From an optimization exercise on the open Yosys and OpenROAD flow, aimed at small area and a short achievable clock period; shortcuts taken in it are not production practice. The RTL was checked by simulation tests, not by an equivalence proof against the original design. Power and IR drop assume default switching activity.

P:
==> flow/design.v (excerpt) <==
module dram_addr_map (
    input  wire        clk,
    input  wire        rst,             
    input  wire [1:0]  cfg_bays,        
    input  wire [1:0]  cfg_first_quad,  
    input  wire [15:0] cfg_chan_mask,   
    input  wire [9:0]  cfg_cap_gib,     
    input  wire [2:0]  cfg_log2_nr,     
    input  wire        in_valid,
    input  wire [42:0] in_pa,
    output reg         out_valid,
    output reg  [3:0]  out_bay,
    output reg  [15:0] out_set,
    output reg  [20:0] out_tag,
    output reg         out_edge,
    output reg  [1:0]  out_slot,
    output reg  [3:0]  out_chan,
    output reg  [32:0] out_line,
    output reg         out_sub,
    output reg  [10:0] out_col,
    output reg  [2:0]  out_bg,
    output reg  [1:0]  out_bank,
    output reg  [3:0]  out_rank,
    output reg  [19:0] out_row
);
Size in the first run: ~2500 cells after synthesis, roughly 270 flip-flops, ~200 I/O pins.
clock: 22.0 ns
lec_check: 0
abc_area: 1
cap_margin: 20
core_margin: 2
core_utilization: 40
slew_margin: 20
standard.sh (not shown) runs the stock make flow with config.mk's settings and CLKGATE_MAP_FILE= SYNTH_SCRIPT=/design/flow/synth_recipe.tcl, a recipe that flattens the netlist after the stock synthesis.
==> flow/flow/run.sh <==
#!/bin/bash
# Standard layout, with plain buf_2 cells as the port buffers (the default
# choice is a slow delay buffer).
set -euo pipefail
export BUFFER_PORTS_ARGS="-buffer_cell sky130_fd_sc_hd__buf_2"
bash standard.sh > standard.log 2>&1
Relative to P, the following input files were edited for Q:
Settings: putting CTS_CLUSTER_SIZE at 24 where nothing was set; putting CTS_CLUSTER_DIAMETER at 80 where nothing was set.
[summary]
Q ran to completion and came out clean on the timing, design-rule and antenna checks.
Met2 track demand over resource in global routing essentially unchanged between P and Q.
The wire length of the first global-routing pass of Q and that of P are within noise of each other.
P reports its end point of the critical path as b1_mask[3]$_DFF_P_ while Q reports b1_mask[2]$_DFF_P_.
From P to Q the numbers moved as follows: sequential power saw little to no change, worst-case vdd ir drop climbed about 18%, first-iteration DRC count climbed about 13%, total power density per cell area dropped about 3.6%.
--- input diff Q..R ---
Settings: a deleted CTS_CLUSTER_DIAMETER that had been 80; a deleted CTS_CLUSTER_SIZE that had been 24.
--- a/flow/flow/run.sh
+++ b/flow/flow/run.sh
@@ -3 +3,2 @@
-# choice is a slow delay buffer).
+# choice is a slow delay buffer), and timing repair aimed at a 16.6 ns setup
+# margin on the design's clock (the SDC is unchanged).
@@ -5,0 +7 @@
+export SETUP_SLACK_MARGIN=16.6
## What came out
- Q tops out at a lower clock frequency than R.
- From Q to R the numbers moved as follows: instance area after placement has remained practically unchanged; wire length on met2 increased 400 microns; worst setup slack rose by 0.47 ns.
Input changes introduced in S (baseline for comparison: R):
--- a/flow/flow/run.sh
+++ b/flow/flow/run.sh
@@ -3 +3 @@
-# choice is a slow delay buffer), and timing repair aimed at a 16.6 ns setup
+# choice is a slow delay buffer), and timing repair aimed at a 16.0 ns setup
@@ -7 +7 @@
-export SETUP_SLACK_MARGIN=16.6
+export SETUP_SLACK_MARGIN=16.0
### Flow results
S closes out successfully: all stages finished, all timing, DRC and antenna checks passed.
S reports its critical path launch point as cfg_bays[1] while R reports out_tag[6]$_DFF_P_.
Compared with R, S shows a higher critical path depth.
Delta (S minus R): final design area excluding fillers fell by 440 sq um, routability congestion estimate from global placement rose by 0.044.
Compared with R, number of cells traversed by the worst register-to-register path in S decreased by a few percent.
Delta (S minus R): post-DP HPWL higher, total power consumption of the routed design lost 0.087 mW, first-pass GRT wire length dropped 370 microns.
Between R and S, the flow reports detailed-route wire length decreasing slightly.
The clock skew on S is in line with that on R.

========
try-fjord:
Another version of the RTL of dram_addr_map (not shown whole).
For scale: roughly 260 flip-flops, ~200 I/O pins.
clock: 22.0 ns
lec_check: 0
abc_area: 1
cap_margin: 20
core_margin: 2
core_utilization: 60
cts_cluster_diameter: 100
cts_cluster_size: 27
slew_margin: 20
==> flow/flow/run.sh <==
#!/bin/bash
# Standard layout, with plain buf_2 cells as the port buffers (the default
# choice is a slow delay buffer), and timing repair aimed at a 16.5 ns setup
# margin on the design's clock (the SDC is unchanged).
set -euo pipefail
export BUFFER_PORTS_ARGS="-buffer_cell sky130_fd_sc_hd__buf_2"
export SETUP_SLACK_MARGIN=16.5
bash standard.sh > standard.log 2>&1
What try-maple does differently from try-fjord at the input level:
Settings: CORE_UTILIZATION changed from 60 to 40.
- In terms of overall power after layout, try-maple and try-fjord differ only marginally.
- The final cell count of try-maple exceeds that of try-fjord by 183.
- try-maple against try-fjord: via count of the first global-routing pass shows a reduction of 379, global-route usage has decreased.
### try-maple -> try-sierra
==> flow/flow/run.sh <==
#!/bin/bash
# Standard layout, with plain buf_1 cells as the port buffers (the default
# choice is a slow delay buffer), and timing repair aimed at a 16.5 ns setup
# margin on the design's clock (the SDC is unchanged).
set -euo pipefail
export BUFFER_PORTS_ARGS="-buffer_cell sky130_fd_sc_hd__buf_1"
export SETUP_SLACK_MARGIN=16.5
bash standard.sh > standard.log 2>&1
Findings:
The run showing the smaller core utilization is try-sierra. Per the comparison of try-sierra with try-maple, number of antenna violations at the first check in global routing rose 1; per-cell routed wire length down 1.2%; flip-flop and latch count neither gained nor lost much; total power roughly the same. Of try-maple and try-sierra, the higher fraction of power spent switching nets belongs to try-sierra. Wire: try-sierra routes less than try-maple. Compared to try-maple, try-sierra has HPWL after detailed placement 0.52% lower. try-maple reports its origin of the worst setup path as out_line[22]$_DFF_P_ while try-sierra reports out_line[1]$_DFF_P_. Any difference in number of placed instances, taps included between try-sierra and try-maple is small enough to ignore. The sequential-cell power consumption of try-sierra and that of try-maple are within noise of each other.
diff inputs: try-sierra => try-indigo
Settings: CTS_CLUSTER_SIZE no longer set, was 27; CTS_CLUSTER_DIAMETER no longer set, was 100.
==> flow/flow/run.sh <==
#!/bin/bash
# Standard layout, with plain buf_1 cells as the port buffers (the default
# choice is a slow delay buffer), and timing repair aimed at a 16.6 ns setup
# margin on the design's clock (the SDC is unchanged).
set -euo pipefail
export BUFFER_PORTS_ARGS="-buffer_cell sky130_fd_sc_hd__buf_1"
export SETUP_SLACK_MARGIN=16.6
bash standard.sh > standard.log 2>&1
## What came out
- try-indigo: number of buffers added by the clock tree synthesis step 14 above try-sierra
- Compared try-indigo vs try-sierra, and count of clock buffers in the final design is up in try-indigo.
- From try-sierra to try-indigo the numbers moved as follows: combined area of the multi-input logic cells essentially unchanged, worst setup slack increased 0.038 ns.
--- input diff try-indigo..try-pepper ---
==> flow/flow/run.sh <==
#!/bin/bash
# Standard layout, with plain buf_2 cells as the port buffers (the default
# choice is a slow delay buffer), and timing repair aimed at a 16.6 ns setup
# margin on the design's clock (the SDC is unchanged).
set -euo pipefail
export BUFFER_PORTS_ARGS="-buffer_cell sky130_fd_sc_hd__buf_2"
export SETUP_SLACK_MARGIN=16.6
bash standard.sh > standard.log 2>&1
Notes after the runs:
Going from try-indigo to try-pepper, placed wire-length estimate after detailed placement moved up; fmax level; standby leakage power moved up.
The higher global placer's final weighted congestion came out of try-pepper.
A end point of the critical path of out_line[0] is what try-pepper shows, while out_col[9] belongs to try-indigo.
Global routing usage on met2 delta for try-pepper relative to try-indigo: 0.18 points higher
Diff try-indigo..try-pepper | via density per instance | negligible
~same ratio of final minimum period to clock period in try-pepper and try-indigo
What try-ember does differently from try-pepper at the input level:
Settings: an added CTS_CLUSTER_DIAMETER of 100; an added CTS_CLUSTER_SIZE of 27.
==> flow/flow/run.sh <==
#!/bin/bash
# Standard layout, with plain buf_2 cells as the port buffers (the default
# choice is a slow delay buffer), and timing repair aimed at a 16.3 ns setup
# margin on the design's clock (the SDC is unchanged).
set -euo pipefail
export BUFFER_PORTS_ARGS="-buffer_cell sky130_fd_sc_hd__buf_2"
export SETUP_SLACK_MARGIN=16.3
bash standard.sh > standard.log 2>&1
As of try-ember, global-route wire length before repair had fallen by a few percent compared to try-pepper. Compared with try-pepper, total power draw in try-ember decreased by more than 10%. try-ember vs. try-pepper: non-clock buffering overhead in the final layout shows a reduction of 2.0 points, power drawn by the clock network fell by about 36%. Looking at number of stages on the worst setup path, try-ember sits 3 above try-pepper. [try-ember] portion of total power attributed to combinational logic rose 2.4 points relative to try-pepper. Synthesis-to-finish area growth ended up 6.9 points lower on try-ember than on try-pepper. Per the comparison of try-ember with try-pepper, first-iteration DRC count climbed 61; final core area utilization dropped 2.8 points. In terms of layout filler cell count, try-ember and try-pepper differ only marginally. Side by side, share of the final layout cell area in sequential cells turned out higher in try-ember than in try-pepper.

[afterwards: timing with drivers on the ports]
In the flow no input, the clock included, has a driving cell. The finished layouts below were timed again as built, in two steps. Step 1: set_driving_cell puts a clkbuf_16 on clk and a buf_2 on each other input, an assumption about the parent block. Step 2, shift: input delay + t, output delay - t, t = (earliest + latest rising clock arrival at the registers) / 2. This alone moves slack from input paths to output paths. a / b / c = ideal ports / drivers / drivers and shift; a / b = the first two.
run	shift t [ns]	slack for setup (ns)	latest minus earliest clock arrival (ns)
P	0.574	16.151 / 16.151 / 15.777	0.017 / 0.016
Q	0.583	16.142 / 16.142 / 15.761	0.030 / 0.029
R	0.583	16.611 / 16.558 / 16.114	0.016 / 0.017
S	0.573	16.324 / 16.353 / 15.780	0.016 / 0.016
try-fjord	0.540	16.522 / 16.470 / 16.170	0.019 / 0.019
try-maple	0.550	16.578 / 16.524 / 16.113	0.034 / 0.033
try-sierra	0.554	16.547 / 16.493 / 16.187	0.016 / 0.016
try-indigo	0.601	16.585 / 16.532 / 16.228	0.020 / 0.019
try-pepper	0.599	16.591 / 16.538 / 16.154	0.027 / 0.027
try-ember	0.550	16.459 / 16.490 / 15.940	0.031 / 0.031
After both steps every run listed still meets setup and hold. The setup slack of S, which loses most, moves by +0.029 ns with the drivers and by -0.544 ns with both steps.
